Source: an optimization exercise on an open RTL-to-GDS flow (aim: small area, a short achievable clock period and few clock cycles). Production flows keep margins and buffers that such runs may drop.
In this exercise RTL edits were held to simulation tests only and were not proved equivalent to the original.

==> lagoon <==
==> flow/design.v (excerpt) <==
module ce_exec (
    input  wire        clk,
    input  wire        rst,
    input  wire        in_valid,
    input  wire [31:0] in_instr,
    output wire        in_ready,
    output reg         wb_valid,
    output reg  [3:0]  wb_reg,
    output reg  [23:0] wb_data
);
    localparam [5:0] OP_NOP  = 6'h00, OP_LDI  = 6'h03, OP_MOV  = 6'h04,
                     OP_MOVS = 6'h05, OP_ADD  = 6'h08, OP_SUB  = 6'h09,
                     OP_ABS  = 6'h0A, OP_SHF  = 6'h0B, OP_MUL  = 6'h0C,
                     OP_MAC  = 6'h0D, OP_MSU  = 6'h0E, OP_MVA  = 6'h0F,
                     OP_DIV  = 6'h10, OP_PARK = 6'h16, OP_MINS = 6'h1A,
                     OP_MAXS = 6'h1B, OP_FCLR = 6'h2C;
    localparam integer DK = 2;
    localparam integer NI = 24 / DK;
    reg [23:0] w   [0:15];
    reg [47:0] acc [0:3];     
    reg [3:0]  aovf;
    reg [5:0]  flags;
    reg [2:0]  win;           
    reg        rdy;           
    reg        e1_v;          
    reg        e1_stale;      
    reg        e1_last;       
    reg [3:0]  e1_step;
    reg [31:0] ir;
    reg [23:0] opa, opb;
    reg [23:0] opm;           
    reg        d_neg, d_sat, d_bz, d_an, d_az;
    reg        c_bsel, c_one, c_two, c_sub, c_abs, c_fcacc, c_fcb, c_park;
    reg        c_fctmp;       
    reg        c_first;       
    reg [11:0] b_one, b_two, b_neg;    
    reg        e2_we;
    reg [3:0]  e2_rd;
    reg [4:0]  e2_t;
    reg        e2_nm, e2_wrap, e2_force;
    reg [1:0]  e2_fk;         
    reg [1:0]  e2_movs;       
    reg [48:0] tmp;
    assign in_ready = rdy;
    wire accept = in_valid & rdy;
    function automatic is_mm(input [5:0] o);
        is_mm = (o == OP_MINS) || (o == OP_MAXS);
    endfunction
    function automatic [3:0] last_step(input [31:0] x);
        case (x[31:26])
            OP_PARK:          last_step = 4'd3;
            OP_DIV:           last_step = NI;
            OP_MINS, OP_MAXS: last_step = {2'b00, x[13:12]};     
            default:          last_step = 4'd0;
        endcase
    endfunction
    function automatic [7:0] src_addr(input [31:0] x);
        reg [3:0] a, b;
        begin
            a = x[21:18];
            b = x[17:14];
            case (x[31:26])
                OP_SUB:           src_addr = {b, a};
  ...
clock: 16.0 ns
lec_check: 0
cap_margin: 40
core_margin: 2
core_utilization: 60
place_density: 0.75
slew_margin: 30
run.sh (not shown) runs the stock make flow with config.mk's settings and CLKGATE_MAP_FILE= SYNTH_SCRIPT=/design/flow/synth_recipe.tcl, a recipe that flattens the netlist after the stock synthesis.
==> quartz: changes against lagoon <==
--- a/flow/design.v
+++ b/flow/design.v
@@ -25,28 +25,32 @@
     reg        e1_v;          
     reg        e1_stale;      
     reg        e1_last;       
     reg [3:0]  e1_step;
     reg [31:0] ir;
     reg [23:0] opa, opb;
     reg [23:0] opm;           
-    reg        d_neg, d_sat, d_bz, d_an, d_az;
+    reg        d_neg;
     reg        c_bsel, c_one, c_two, c_sub, c_abs, c_fcacc, c_fcb, c_park;
     reg        c_fctmp;       
     reg        c_first;       
+    reg        c_second;      
+    reg        c_div;         
     reg [11:0] b_one, b_two, b_neg;    
     reg        e2_we;
     reg [3:0]  e2_rd;
     reg [4:0]  e2_t;
     reg        e2_nm, e2_wrap, e2_force;
     reg [1:0]  e2_fk;         
     reg [1:0]  e2_movs;       
     reg [48:0] tmp;
-    assign in_ready = rdy;
-    wire accept = in_valid & rdy;
+    wire div_early;
+    wire e1_done = e1_last | div_early;      
+    assign in_ready = rdy | div_early;
+    wire accept = in_valid & in_ready;
     function automatic is_mm(input [5:0] o);
         is_mm = (o == OP_MINS) || (o == OP_MAXS);
     endfunction
     function automatic [3:0] last_step(input [31:0] x);
         case (x[31:26])
             OP_PARK:          last_step = 4'd3;
             OP_DIV:           last_step = NI;
@@ -117,15 +121,15 @@
     wire signed [5:0] shf_raw = ir[5:0];
     wire signed [5:0] shf_n = (shf_raw > 6'sd23) ? 6'sd23 :
                               (shf_raw < -6'sd23) ? -6'sd23 : shf_raw;
     wire shf_left = !shf_n[5];
     wire [4:0] shf_t = shf_left ? (5'd23 - shf_n[4:0]) : (5'd0 - shf_n[4:0]);
     reg  [3:0] addr1, addr2;
     always @(*) begin
-        if (rdy)
+        if (in_ready)
             {addr1, addr2} = src_addr(in_instr);
         else if (e1_stale)
             {addr1, addr2} = src_addr(ir);
         else if (o_park) begin
             case (e1_step[1:0])
                 2'd0:    {addr1, addr2} = {ra + 4'd1, rb};
                 2'd1:    {addr1, addr2} = {ra + 4'd1, rb + 4'd1};
@@ -133,15 +137,15 @@
             endcase
         end else begin
             addr1 = ra + {e1_step[2:0], 1'b0} + 4'd2;
             addr2 = ra + {e1_step[2:0], 1'b0} + 4'd3;
         end
     end
     wire [23:0] e2_val;
-    wire        bypass = rdy | e1_stale;
+    wire        bypass = in_ready | e1_stale;
     wire [23:0] rp1 = (bypass && e2_we && e2_rd == addr1) ? e2_val : w[addr1];
     wire [23:0] rp2 = (bypass && e2_we && e2_rd == addr2) ? e2_val : w[addr2];
     wire [23:0] ldi_imm = in_instr[21] ? {in_instr[20:0], 3'b000}
                                        : {{3{in_instr[20]}}, in_instr[20:0]};
     wire [47:0] acc_r = acc[rk];
     wire [47:0] acc_k = aovf[rk] ? {!acc_r[47], {47{acc_r[47]}}} : acc_r;
     reg  [48:0] fc;
@@ -165,51 +169,60 @@
     wire        mm_zt = mm_max ? ($signed(opb) > $signed(mm_t)) : ($signed(opb) < $signed(mm_t));
     wire        mm_zy = mm_max ? ($signed(opb) > $signed(opa))  : ($signed(opb) < $signed(opa));
     wire        mm_ysel = c_first | mm_yt;            
     wire        mm_zb = mm_zv & (mm_ysel ? mm_zy : mm_zt);
     wire [23:0] mm_m2 = mm_zb ? opb : mm_ysel ? opa : mm_t;
     wire [2:0]  mm_p2 = mm_zb ? {e1_step[1:0], 1'b1} :
                         mm_ysel ? {e1_step[1:0], 1'b0} : win;
-    wire [23:0] div_ua   = opa[23] ? -opa : opa;
     wire [23:0] div_ub   = opb[23] ? -opb : opb;
-    wire [46:0] div_unum = {23'd0, div_ua} << (5'd23 - {1'b0, sh});
     reg [23:0] dv_rem, dv_lo;
     reg [24:0] dv_s;
     reg [25:0] dv_t;
     integer j;
     always @(*) begin
         dv_rem = tmp[47:24];
         dv_lo  = tmp[23:0];
         for (j = 0; j < DK; j = j + 1) begin
             dv_s   = {dv_rem, dv_lo[23]};
             dv_t   = {1'b0, dv_s} - {2'b0, opa};
             dv_rem = dv_t[25] ? dv_s[23:0] : dv_t[23:0];
             dv_lo  = {dv_lo[22:0], !dv_t[25]};
         end
     end
-    wire [24:0] div_mag = d_bz ? {!d_az, 24'd0} : d_sat ? 25'h1000000 : {1'b0, dv_lo};
-    wire        div_nm  = d_bz ? d_an : d_neg;
+    wire        div_bz  = (opb == 24'd0);           
+    wire        div_az  = (opa == 24'd0);
+    wire        div_sat = (tmp[47:24] >= opa);      
+    wire        div_e0  = c_first & (div_bz | div_az);
+    wire        div_e1  = c_second & div_sat;
+    assign div_early = e1_work & o_div & (div_e0 | div_e1);
+    wire [24:0] div_mag = div_e0 ? {div_bz & !div_az, 24'd0} :
+                          div_e1 ? 25'h1000000 : {1'b0, dv_lo};
+    wire        div_nm  = div_e0 ? (div_bz & opa[23]) : d_neg;
     wire [48:0] div_fin = {{24{1'b0}}, div_mag} ^ {49{div_nm}};
     wire [49:0] e2_u = {tmp, e2_nm};
-    wire [49:0] e2_r0 = $signed(e2_u) >>> e2_t;
-    wire [49:0] e2_lowmask = ~({50{1'b1}} << e2_t);
-    wire        e2_sticky = |(e2_u & e2_lowmask);
+    wire [49:0] e2_sh = e2_u >> e2_t;
+    wire [24:0] e2_lo = e2_sh[24:0];
+    wire [22:0] e2_lowmask = ~({23{1'b1}} << e2_t);
+    wire        e2_sticky = |(e2_u[22:0] & e2_lowmask);
     wire        e2_inc = e2_nm | !tmp[48] | e2_sticky;
-    wire [49:0] e2_rnd = e2_r0 + {49'd0, e2_inc};
-    wire        e2_ovf = (e2_rnd[49:24] != {26{e2_rnd[49]}});
+    wire [24:0] e2_hmask = {25{1'b1}} << e2_t;           
+    wire        e2_hi0 = ((e2_u[49:25] & e2_hmask) == 25'd0);
+    wire        e2_hi1 = ((~e2_u[49:25] & e2_hmask) == 25'd0);
+    wire [25:0] e2_s = {1'b0, e2_lo} + {25'd0, e2_inc};
+    wire        e2_ovf = !((e2_hi0 & (e2_s[25:24] == 2'b00)) | (e2_hi1 & (e2_s[25] | e2_s[24])));
     wire        e2_sat = !e2_wrap & e2_ovf;
     assign e2_val = (e2_movs == 2'd1) ? {18'd0, flags} :
                     (e2_movs == 2'd2) ? {21'd0, win} :
-                    e2_sat ? {e2_rnd[49], {23{!e2_rnd[49]}}} : e2_rnd[24:1];
+                    e2_sat ? {tmp[48], {23{!tmp[48]}}} : e2_s[24:1];
     wire        e2_flag = e2_we & !e2_wrap & (e2_ovf | e2_force);
     wire [5:0]  e2_fset = !e2_flag ? 6'd0 :
                           (e2_fk == 2'd0) ? 6'b000001 :
                           (e2_fk == 2'd1) ? 6'b000010 :
                           (e2_fk == 2'd2) ? 6'b000100 : 6'b010000;
-    wire        last_now = e1_last;
+    wire        last_now = e1_done;
     reg         n_we, n_nm, n_wrap, n_force;
     reg  [3:0]  n_rd;
     reg  [4:0]  n_t;
     reg  [1:0]  n_fk, n_movs;
     always @(*) begin
         n_we    = 1'b0;
         n_rd    = rd;
@@ -231,57 +244,67 @@
                 n_we = e1_step[0];
                 n_rd = e1_step[1] ? rd + 4'd1 : rd;
                 n_t  = 5'd23;
             end
             OP_DIV: begin
                 n_we = last_now;
                 n_nm = div_nm;
-                n_fk = d_bz ? 2'd3 : 2'd1;
-                n_force = d_bz;
+                n_fk = (c_first & div_bz) ? 2'd3 : 2'd1;
+                n_force = c_first & div_bz;
             end
             OP_MINS, OP_MAXS: begin n_we = last_now; n_wrap = 1'b1; end
             default: ;
         endcase
         n_we = n_we & e1_work;
     end
     wire [5:0] iop = in_instr[31:26];
     wire n_bsel  = (iop == OP_MUL) | (iop == OP_MAC) | (iop == OP_MSU) | (iop == OP_PARK);
     wire n_shl   = (iop == OP_SHF) & !in_instr[5];
     wire n_shr   = (iop == OP_SHF) & in_instr[5];
     wire n_one   = (iop == OP_ADD) | (iop == OP_SUB) | (iop == OP_ABS) | (iop == OP_MOV) | n_shr;
     wire n_sub   = (iop == OP_MSU) | (iop == OP_SUB);
     wire n_fcacc = ((iop == OP_MAC) | (iop == OP_MSU)) & !in_instr[11] | (iop == OP_MVA);
     wire n_fcb   = (iop == OP_ADD) | (iop == OP_SUB) | (iop == OP_LDI);
-    reg nc_bsel, nc_one, nc_two, nc_sub;
+    reg nc_bsel, nc_one, nc_two, nc_sub, nc_div;
+    reg [3:0] nc_sh;
     always @(*) begin
         nc_bsel = c_bsel;
         nc_one  = c_one;
         nc_two  = c_two;
         nc_sub  = c_sub;
-        if (rdy) begin
+        nc_div  = c_div;
+        nc_sh   = sh;
+        if (in_ready) begin
+            nc_div  = (iop == OP_DIV);
+            nc_sh   = in_instr[3:0];
             nc_bsel = n_bsel;
             nc_one  = n_one;
             nc_two  = n_shl;
             nc_sub  = n_sub | ((iop == OP_ABS) & rp1[23]);
         end else if (e1_stale) begin
             if (c_abs) nc_sub = rp1[23];
-        end else if (e1_v & !e1_last) begin
+        end else if (e1_v & !e1_done) begin
             nc_sub = c_park & nstep[0] & (nstep[1] ^ bit11);
         end
     end
     reg [11:0] nb_one, nb_two, nb_neg;
     reg        bl;
     integer q;
     always @(*) begin
         for (q = 0; q < 12; q = q + 1) begin
             bl = (q == 0) ? 1'b0 : rp2[2*q-1];
             nb_one[q] = nc_bsel ? (rp2[2*q] ^ bl) : (nc_one && q == 0);
             nb_two[q] = nc_bsel ? ((rp2[2*q+1] & !rp2[2*q] & !bl) | (!rp2[2*q+1] & rp2[2*q] & bl))
                                 : (nc_two && q == 11);
             nb_neg[q] = (nc_bsel & rp2[2*q+1]) ^ nc_sub;
+            if (nc_div) begin
+                nb_one[q] = (q == ((5'd23 - nc_sh) >> 1)) & nc_sh[0];  
+                nb_two[q] = (q == ((5'd23 - nc_sh) >> 1)) & !nc_sh[0];
+                nb_neg[q] = rp1[23];
+            end
         end
     end
     wire [3:0] nstep = e1_step + 4'd1;
     wire [3:0] wsel  = e2_rd;
     wire [23:0] w_d  = rst ? 24'd0 : e2_val;
     wire [47:0] a_d  = rst ? 48'd0 : fr[47:0];
     wire        mac_we = e1_work & (o_mac | o_msu);
@@ -293,38 +316,33 @@
         for (i = 0; i < 4; i = i + 1)
             if (rst || (mac_we && rk == i)) begin
                 acc[i]  <= a_d;
                 aovf[i] <= !rst & mac_ovf;
             end
         wb_reg  <= e2_rd;
         wb_data <= e2_val;
-        if (e1_work & o_div & !e1_last) begin
+        if (e1_work & o_div & !e1_done) begin
             if (c_first) opa <= div_ub;
         end else
             opa <= rp1;
         opm <= rp1;
-        opb <= (rdy & (in_instr[31:26] == OP_LDI)) ? ldi_imm : rp2;
+        opb <= (in_ready & (in_instr[31:26] == OP_LDI)) ? ldi_imm : rp2;
         c_sub <= nc_sub;
+        c_div <= nc_div;
         b_one <= nb_one;
         b_two <= nb_two;
         b_neg <= nb_neg;
-        if (o_div & c_first)
-            tmp <= {1'b0, 1'b0, div_unum[46:24], div_unum[23:0]};
-        else if (o_div)
+        if (o_div & (!c_first | div_e0))
             tmp <= last_now ? div_fin : {1'b0, dv_rem, dv_lo};
         else if (o_mm)
             tmp <= {{25{mm_m2[23]}}, mm_m2};
         else
             tmp <= fr;
         if (e1_work & o_div & c_first) begin
             d_neg <= opa[23] ^ opb[23];
-            d_sat <= (div_unum[46:24] >= div_ub);
-            d_bz  <= (opb == 24'd0);
-            d_an  <= opa[23];
-            d_az  <= (opa == 24'd0);
         end
         e2_rd    <= n_rd;
         e2_t     <= n_t;
         e2_nm    <= n_nm;
         e2_wrap  <= n_wrap;
         e2_force <= n_force;
         e2_fk    <= n_fk;
@@ -351,29 +369,31 @@
                 c_two    <= n_shl;
                 c_abs    <= (iop == OP_ABS);
                 c_fcacc  <= n_fcacc;
                 c_fcb    <= n_fcb;
                 c_park   <= (iop == OP_PARK);
                 c_fctmp  <= 1'b0;
                 c_first  <= 1'b1;
+                c_second <= 1'b0;
                 e1_v     <= 1'b1;
                 e1_step  <= 4'd0;
                 e1_stale <= stale_hit;
                 e1_last  <= (last_step(in_instr) == 4'd0);
                 rdy      <= !stale_hit && (last_step(in_instr) == 4'd0);
             end else if (e1_v) begin
                 if (e1_stale) begin
                     e1_stale <= 1'b0;
                     rdy      <= e1_last;
-                end else if (e1_last) begin
+                end else if (e1_done) begin
                     e1_v <= 1'b0;
                     rdy  <= 1'b1;
                 end else begin
                     e1_step <= nstep;
                     c_first <= 1'b0;
+                    c_second <= c_first;
                     c_fctmp <= c_park & nstep[0];
                     e1_last <= (nstep == last_step(ir));
                     rdy     <= (nstep == last_step(ir));
                 end
             end else begin
                 rdy <= 1'b1;
             end
Settings changed: CORE_UTILIZATION 60 to 40, PLACE_DENSITY 0.75 to 0.6.
==> notes.md <==
outcome=complete, no violations; worst-case headroom to the max-slew limit=around a third; share of cells above drive strength 1=between 10 and 15%; GR met1 Demand/Resource=58.3%; n_diodes=8
The numbers above come from lagoon.

==> notes.md <==
Post-Layout Cell Count=between 8000 and 9000; worst-case headroom to the max-slew limit=approximately 33%; outcome=complete, no violations; share of cells above drive strength 1=roughly 11%; GR met1 Demand/Resource=around two fifths
The numbers above come from quartz.

Testbench counts of lagoon, summed over its fixed seeds: cycles 38,101.
Testbench counts of quartz, summed over its fixed seeds: cycles 33,620.

* * *

==> job 766: inputs <==
ce_exec, a different RTL version from the one above (not shown whole).
clock: 16.0 ns
lec_check: 0
abc_area: 1
cap_margin: 40
core_margin: 2
core_utilization: 40
place_density: 0.6
slew_margin: 80
==> job 6709 (differences from job 766) <==
--- a/flow/design.v
+++ b/flow/design.v
@@ -28,17 +28,18 @@
     reg [3:0]  e1_step;
     reg [31:0] ir;
     reg [23:0] opa, opb;
     reg [23:0] opm;           
     reg        d_neg, d_sat;
-    reg        c_bsel, c_one, c_two, c_sub, c_abs, c_fcacc, c_fcb, c_park, c_addsub;
+    reg        c_bsel, c_one, c_two, c_sub, c_abs, c_park, c_addsub;
     reg        c_fctmp;       
     reg        c_first;       
     reg        c_second;      
     reg        c_third;       
     reg        c_div;         
     reg [11:0] b_one, b_two, b_neg;    
+    reg [48:0] cx;            
     reg        e2_we;
     reg [3:0]  e2_rd;
     reg [4:0]  e2_t;
     reg        e2_nm, e2_wrap, e2_force;
     reg        e2_divq;       
@@ -148,23 +149,11 @@
     wire        bypass = e1_take | e1_stale;
     wire [23:0] rp1 = (bypass && e2_we && e2_rd == addr1) ? e2_val : w[addr1];
     wire [23:0] rp2 = (bypass && e2_we && e2_rd == addr2) ? e2_val : w[addr2];
     wire [23:0] ldi_imm = f_ir[21] ? {f_ir[20:0], 3'b000}
                                    : {{3{f_ir[20]}}, f_ir[20:0]};
-    wire [47:0] acc_r = acc[rk];
-    wire [47:0] acc_k = aovf[rk] ? {!acc_r[47], {47{acc_r[47]}}} : acc_r;
-    reg  [48:0] fc;
-    always @(*) begin
-        if (c_fcacc)
-            fc = {acc_k[47], acc_k};
-        else if (c_fctmp)
-            fc = tmp;
-        else if (c_fcb)
-            fc = {{25{opa[23]}}, opa};
-        else
-            fc = 49'd0;
-    end
+    wire [48:0] fc = c_fctmp ? tmp : cx;
     wire [48:0] fr;
     ce_fma u_fma (.a(opm), .bone(b_one), .btwo(b_two), .bneg(b_neg), .c(fc), .r(fr));
     wire        mac_ovf = fr[48] ^ fr[47];
     wire        mm_max = op[0];
     wire [23:0] mm_t  = tmp[23:0];
@@ -264,12 +253,10 @@
     wire n_bsel  = (iop == OP_MUL) | (iop == OP_MAC) | (iop == OP_MSU) | (iop == OP_PARK);
     wire n_shl   = (iop == OP_SHF) & !f_ir[5];
     wire n_shr   = (iop == OP_SHF) & f_ir[5];
     wire n_one   = (iop == OP_ADD) | (iop == OP_SUB) | (iop == OP_ABS) | (iop == OP_MOV) | n_shr;
     wire n_sub   = (iop == OP_MSU) | (iop == OP_SUB);
-    wire n_fcacc = ((iop == OP_MAC) | (iop == OP_MSU)) & !f_ir[11] | (iop == OP_MVA);
-    wire n_fcb   = (iop == OP_ADD) | (iop == OP_SUB) | (iop == OP_LDI);
     reg nc_bsel, nc_one, nc_two, nc_sub, nc_div;
     reg [3:0] nc_sh;
     always @(*) begin
         nc_bsel = c_bsel;
         nc_one  = c_one;
@@ -305,16 +292,36 @@
                 nb_two[q] = (q == ((5'd23 - nc_sh) >> 1)) & !nc_sh[0];
                 nb_neg[q] = rp1[23];
             end
         end
     end
+    wire [31:0] x_ir  = e1_take ? f_ir : ir;
+    wire [5:0]  x_op  = x_ir[31:26];
+    wire [1:0]  x_k   = x_ir[13:12];
+    wire [47:0] x_accr = acc[x_k];
+    wire [47:0] x_acc = aovf[x_k] ? {!x_accr[47], {47{x_accr[47]}}} : x_accr;
+    reg  [48:0] ncx;
+    always @(*) begin
+        if (!(e1_take | e1_stale))
+            ncx = 49'd0;
+        else if (((x_op == OP_MAC) | (x_op == OP_MSU)) & !x_ir[11] | (x_op == OP_MVA))
+            ncx = {x_acc[47], x_acc};
+        else if ((x_op == OP_ADD) | (x_op == OP_SUB))
+            ncx = {{25{rp1[23]}}, rp1};
+        else if (x_op == OP_LDI)
+            ncx = {{25{ldi_imm[23]}}, ldi_imm};
+        else
+            ncx = 49'd0;
+    end
+    wire acc_hit = e1_v & (o_mac | o_msu) & (f_ir[13:12] == rk) &
+                   ((((iop == OP_MAC) | (iop == OP_MSU)) & !f_ir[11]) | (iop == OP_MVA));
     wire [3:0] nstep = e1_step + 4'd1;
     wire [3:0] wsel  = e2_rd;
     wire [23:0] w_d  = rst ? 24'd0 : e2_val;
     wire [47:0] a_d  = rst ? 48'd0 : fr[47:0];
     wire        mac_we = e1_work & (o_mac | o_msu);
-    wire        stale_hit = e1_v & writes_reg(op) & reads_reg(f_ir, o_park ? rd + 4'd1 : rd);
+    wire        stale_hit = e1_v & writes_reg(op) & reads_reg(f_ir, o_park ? rd + 4'd1 : rd) | acc_hit;
     integer i;
     always @(posedge clk) begin
         for (i = 0; i < 16; i = i + 1)
             if (rst || (e2_we && wsel == i)) w[i] <= w_d;
         for (i = 0; i < 4; i = i + 1)
@@ -329,10 +336,11 @@
         end else
             opa <= (e1_take & (iop == OP_LDI)) ? ldi_imm : rp1;
         opm <= (e1_take ? ((iop == OP_ADD) | (iop == OP_SUB)) : c_addsub) ? rp2 : rp1;
         opb <= rp2;
         c_sub <= nc_sub;
+        cx    <= ncx;
         c_div <= nc_div;
         b_one <= nb_one;
         b_two <= nb_two;
         b_neg <= nb_neg;
         if (o_div & (!c_first | div_e0))
@@ -378,12 +386,10 @@
                 ir       <= f_ir;
                 c_bsel   <= n_bsel;
                 c_one    <= n_one;
                 c_two    <= n_shl;
                 c_abs    <= (iop == OP_ABS);
-                c_fcacc  <= n_fcacc;
-                c_fcb    <= n_fcb;
                 c_addsub <= (iop == OP_ADD) | (iop == OP_SUB);
                 c_park   <= (iop == OP_PARK);
                 c_fctmp  <= 1'b0;
                 c_first  <= 1'b1;
                 c_second <= 1'b0;
==> flow/config.mk (replaced) <==
export PLATFORM = sky130hd
export DESIGN_NAME = ce_exec
export DESIGN_NICKNAME = ce_exec
export VERILOG_FILES = /design/flow/design.v
export SDC_FILE = /design/flow/constraint.sdc
export NUM_CORES = 4
export LEC_CHECK = 0
export ABC_AREA = 1
export CAP_MARGIN = 80
export CORE_MARGIN = 2
export CORE_UTILIZATION = 40
export PLACE_DENSITY = 0.6
export SLEW_MARGIN = 80
==> job 358 (differences from job 766) <==
--- a/flow/design.v
+++ b/flow/design.v
@@ -28,17 +28,18 @@
     reg [3:0]  e1_step;
     reg [31:0] ir;
     reg [23:0] opa, opb;
     reg [23:0] opm;           
     reg        d_neg, d_sat;
-    reg        c_bsel, c_one, c_two, c_sub, c_abs, c_fcacc, c_fcb, c_park, c_addsub;
+    reg        c_bsel, c_one, c_two, c_sub, c_abs, c_park, c_addsub;
     reg        c_fctmp;       
     reg        c_first;       
     reg        c_second;      
     reg        c_third;       
     reg        c_div;         
     reg [11:0] b_one, b_two, b_neg;    
+    reg [48:0] cx;            
     reg        e2_we;
     reg [3:0]  e2_rd;
     reg [4:0]  e2_t;
     reg        e2_nm, e2_wrap, e2_force;
     reg        e2_divq;       
@@ -148,23 +149,11 @@
     wire        bypass = e1_take | e1_stale;
     wire [23:0] rp1 = (bypass && e2_we && e2_rd == addr1) ? e2_val : w[addr1];
     wire [23:0] rp2 = (bypass && e2_we && e2_rd == addr2) ? e2_val : w[addr2];
     wire [23:0] ldi_imm = f_ir[21] ? {f_ir[20:0], 3'b000}
                                    : {{3{f_ir[20]}}, f_ir[20:0]};
-    wire [47:0] acc_r = acc[rk];
-    wire [47:0] acc_k = aovf[rk] ? {!acc_r[47], {47{acc_r[47]}}} : acc_r;
-    reg  [48:0] fc;
-    always @(*) begin
-        if (c_fcacc)
-            fc = {acc_k[47], acc_k};
-        else if (c_fctmp)
-            fc = tmp;
-        else if (c_fcb)
-            fc = {{25{opa[23]}}, opa};
-        else
-            fc = 49'd0;
-    end
+    wire [48:0] fc = c_fctmp ? tmp : cx;
     wire [48:0] fr;
     ce_fma u_fma (.a(opm), .bone(b_one), .btwo(b_two), .bneg(b_neg), .c(fc), .r(fr));
     wire        mac_ovf = fr[48] ^ fr[47];
     wire        mm_max = op[0];
     wire [23:0] mm_t  = tmp[23:0];
@@ -264,12 +253,10 @@
     wire n_bsel  = (iop == OP_MUL) | (iop == OP_MAC) | (iop == OP_MSU) | (iop == OP_PARK);
     wire n_shl   = (iop == OP_SHF) & !f_ir[5];
     wire n_shr   = (iop == OP_SHF) & f_ir[5];
     wire n_one   = (iop == OP_ADD) | (iop == OP_SUB) | (iop == OP_ABS) | (iop == OP_MOV) | n_shr;
     wire n_sub   = (iop == OP_MSU) | (iop == OP_SUB);
-    wire n_fcacc = ((iop == OP_MAC) | (iop == OP_MSU)) & !f_ir[11] | (iop == OP_MVA);
-    wire n_fcb   = (iop == OP_ADD) | (iop == OP_SUB) | (iop == OP_LDI);
     reg nc_bsel, nc_one, nc_two, nc_sub, nc_div;
     reg [3:0] nc_sh;
     always @(*) begin
         nc_bsel = c_bsel;
         nc_one  = c_one;
@@ -305,16 +292,36 @@
                 nb_two[q] = (q == ((5'd23 - nc_sh) >> 1)) & !nc_sh[0];
                 nb_neg[q] = rp1[23];
             end
         end
     end
+    wire [31:0] x_ir  = e1_take ? f_ir : ir;
+    wire [5:0]  x_op  = x_ir[31:26];
+    wire [1:0]  x_k   = x_ir[13:12];
+    wire [47:0] x_accr = acc[x_k];
+    wire [47:0] x_acc = aovf[x_k] ? {!x_accr[47], {47{x_accr[47]}}} : x_accr;
+    reg  [48:0] ncx;
+    always @(*) begin
+        if (!(e1_take | e1_stale))
+            ncx = 49'd0;
+        else if (((x_op == OP_MAC) | (x_op == OP_MSU)) & !x_ir[11] | (x_op == OP_MVA))
+            ncx = {x_acc[47], x_acc};
+        else if ((x_op == OP_ADD) | (x_op == OP_SUB))
+            ncx = {{25{rp1[23]}}, rp1};
+        else if (x_op == OP_LDI)
+            ncx = {{25{ldi_imm[23]}}, ldi_imm};
+        else
+            ncx = 49'd0;
+    end
+    wire acc_hit = e1_v & (o_mac | o_msu) & (f_ir[13:12] == rk) &
+                   ((((iop == OP_MAC) | (iop == OP_MSU)) & !f_ir[11]) | (iop == OP_MVA));
     wire [3:0] nstep = e1_step + 4'd1;
     wire [3:0] wsel  = e2_rd;
     wire [23:0] w_d  = rst ? 24'd0 : e2_val;
     wire [47:0] a_d  = rst ? 48'd0 : fr[47:0];
     wire        mac_we = e1_work & (o_mac | o_msu);
-    wire        stale_hit = e1_v & writes_reg(op) & reads_reg(f_ir, o_park ? rd + 4'd1 : rd);
+    wire        stale_hit = e1_v & writes_reg(op) & reads_reg(f_ir, o_park ? rd + 4'd1 : rd) | acc_hit;
     integer i;
     always @(posedge clk) begin
         for (i = 0; i < 16; i = i + 1)
             if (rst || (e2_we && wsel == i)) w[i] <= w_d;
         for (i = 0; i < 4; i = i + 1)
@@ -329,10 +336,11 @@
         end else
             opa <= (e1_take & (iop == OP_LDI)) ? ldi_imm : rp1;
         opm <= (e1_take ? ((iop == OP_ADD) | (iop == OP_SUB)) : c_addsub) ? rp2 : rp1;
         opb <= rp2;
         c_sub <= nc_sub;
+        cx    <= ncx;
         c_div <= nc_div;
         b_one <= nb_one;
         b_two <= nb_two;
         b_neg <= nb_neg;
         if (o_div & (!c_first | div_e0))
@@ -378,12 +386,10 @@
                 ir       <= f_ir;
                 c_bsel   <= n_bsel;
                 c_one    <= n_one;
                 c_two    <= n_shl;
                 c_abs    <= (iop == OP_ABS);
-                c_fcacc  <= n_fcacc;
-                c_fcb    <= n_fcb;
                 c_addsub <= (iop == OP_ADD) | (iop == OP_SUB);
                 c_park   <= (iop == OP_PARK);
                 c_fctmp  <= 1'b0;
                 c_first  <= 1'b1;
                 c_second <= 1'b0;
--- a/flow/config.mk
+++ b/flow/config.mk
@@ -8,6 +8,6 @@
 export ABC_AREA = 1
 export CAP_MARGIN = 40
 export CORE_MARGIN = 2
 export CORE_UTILIZATION = 40
 export PLACE_DENSITY = 0.6
-export SLEW_MARGIN = 80
+export SLEW_MARGIN = 70
==> metrics.yaml <==
synth:
  yosys-top-cells-count: "nand2_1, inv_1, edfxtp_1"
  synth_top_area_share: 0.318
  syn_inst: 7923
  synth_area_leaders: "edfxtp_1, nand2_1, fa_1, dfxtp_1, inv_1"
grt:
  grt.total_usage: 0.343
  antenna_found_initial: 17
floorplan:
  die_area_mm2: 0.169
run_status:
  status: "complete, no violations"
cells_and_area:
  instances_no_fill: 10207
worst_setup_path:
  crit_buf_inv: 6
  cp-startpoint: "b_one[3]"
drt:
  drtPass1Iterations: 16
  drt-total-wl_um: 297000
placement:
  dp.cells: 9994
The numbers above come from job 358.

==> metrics.yaml <==
run_status:
  status: "complete, no violations"
synth:
  yosys-mux-area-fraction: 0.00332
  synth_top_area_share: 0.318
  synth_area_leaders: "edfxtp_1, nand2_1, fa_1, dfxtp_1, inv_1"
  syn_inst: 7923
  yosys-top-cells-count: "nand2_1, inv_1, edfxtp_1"
floorplan:
  die_area_mm2: 0.169
cells_and_area:
  instances_no_fill: 10437
  largest_cell_class: "multi-input gates"
grt:
  antenna_found_initial: 20
  use_met3: 0.0758
  grt.total_usage: 0.347
drt:
  drtPass1Iterations: 8
hold_path:
  hold_end: "wb_reg[2]"
worst_setup_path:
  crit_buf_inv: 7
  cp-startpoint: "b_one[3]"
The numbers above come from job 6709.

==> metrics.yaml <==
run_status:
  status: "complete, no violations"
drt:
  drt-total-wl_um: 293000
  drtPass1Iterations: 8
synth:
  synth_area_leaders: "edfxtp_1, nand2_1, fa_1, inv_1, xor2_1"
  yosys-top-cells-count: "nand2_1, inv_1, edfxtp_1"
  synth_top_area_share: 0.327
grt:
  antenna_found_initial: 12
cells_and_area:
  instances_no_fill: 10313
placement:
  dp.cells: 10091
worst_setup_path:
  crit_buf_inv: 12
The numbers above come from job 766.

Testbench counts of job 766, summed over its fixed seeds: cycles 33,731.
Testbench counts of job 6709, summed over its fixed seeds: cycles 33,847.
Testbench counts of job 358, summed over its fixed seeds: cycles 33,847.

## re-timing with driven ports
The results above use ideal ports. As a check the final layouts listed here were re-extracted and re-timed, cells and wires unchanged. Step 1 sets driving cells, clkbuf_16 on the clock port and buf_2 on the other inputs (assumed; they add their load-dependent delay and slew). Step 2 moves the port delays by t, midway between the first and last clock arrival at a register: inputs arrive t later, outputs are due t later. That takes back most of the time a late clock gives input paths. Slacks: ideal ports / drivers / drivers and shift; pairs: ideal ports / drivers.
run	t (ns)	setup slack, ns	latest minus earliest clock arrival (ns)	worst slew at a driven data input, ns	pins driven straight from the clock port
lagoon	0.792	7.044 / 7.044 / 7.032	0.083 / 0.083	0.07	1
quartz	0.798	6.963 / 7.015 / 6.217	0.066 / 0.066	0.07	1
job 766	0.831	8.396 / 8.396 / 8.396	0.087 / 0.087	0.06	1
job 6709	0.827	8.896 / 8.896 / 8.896	0.067 / 0.068	0.05	1
job 358	0.840	8.700 / 8.700 / 8.700	0.059 / 0.060	0.05	1
After both steps every run listed still meets setup and hold. For quartz, which loses most, drivers alone change the setup slack by +0.052 ns; drivers and shift together by -0.746 ns.
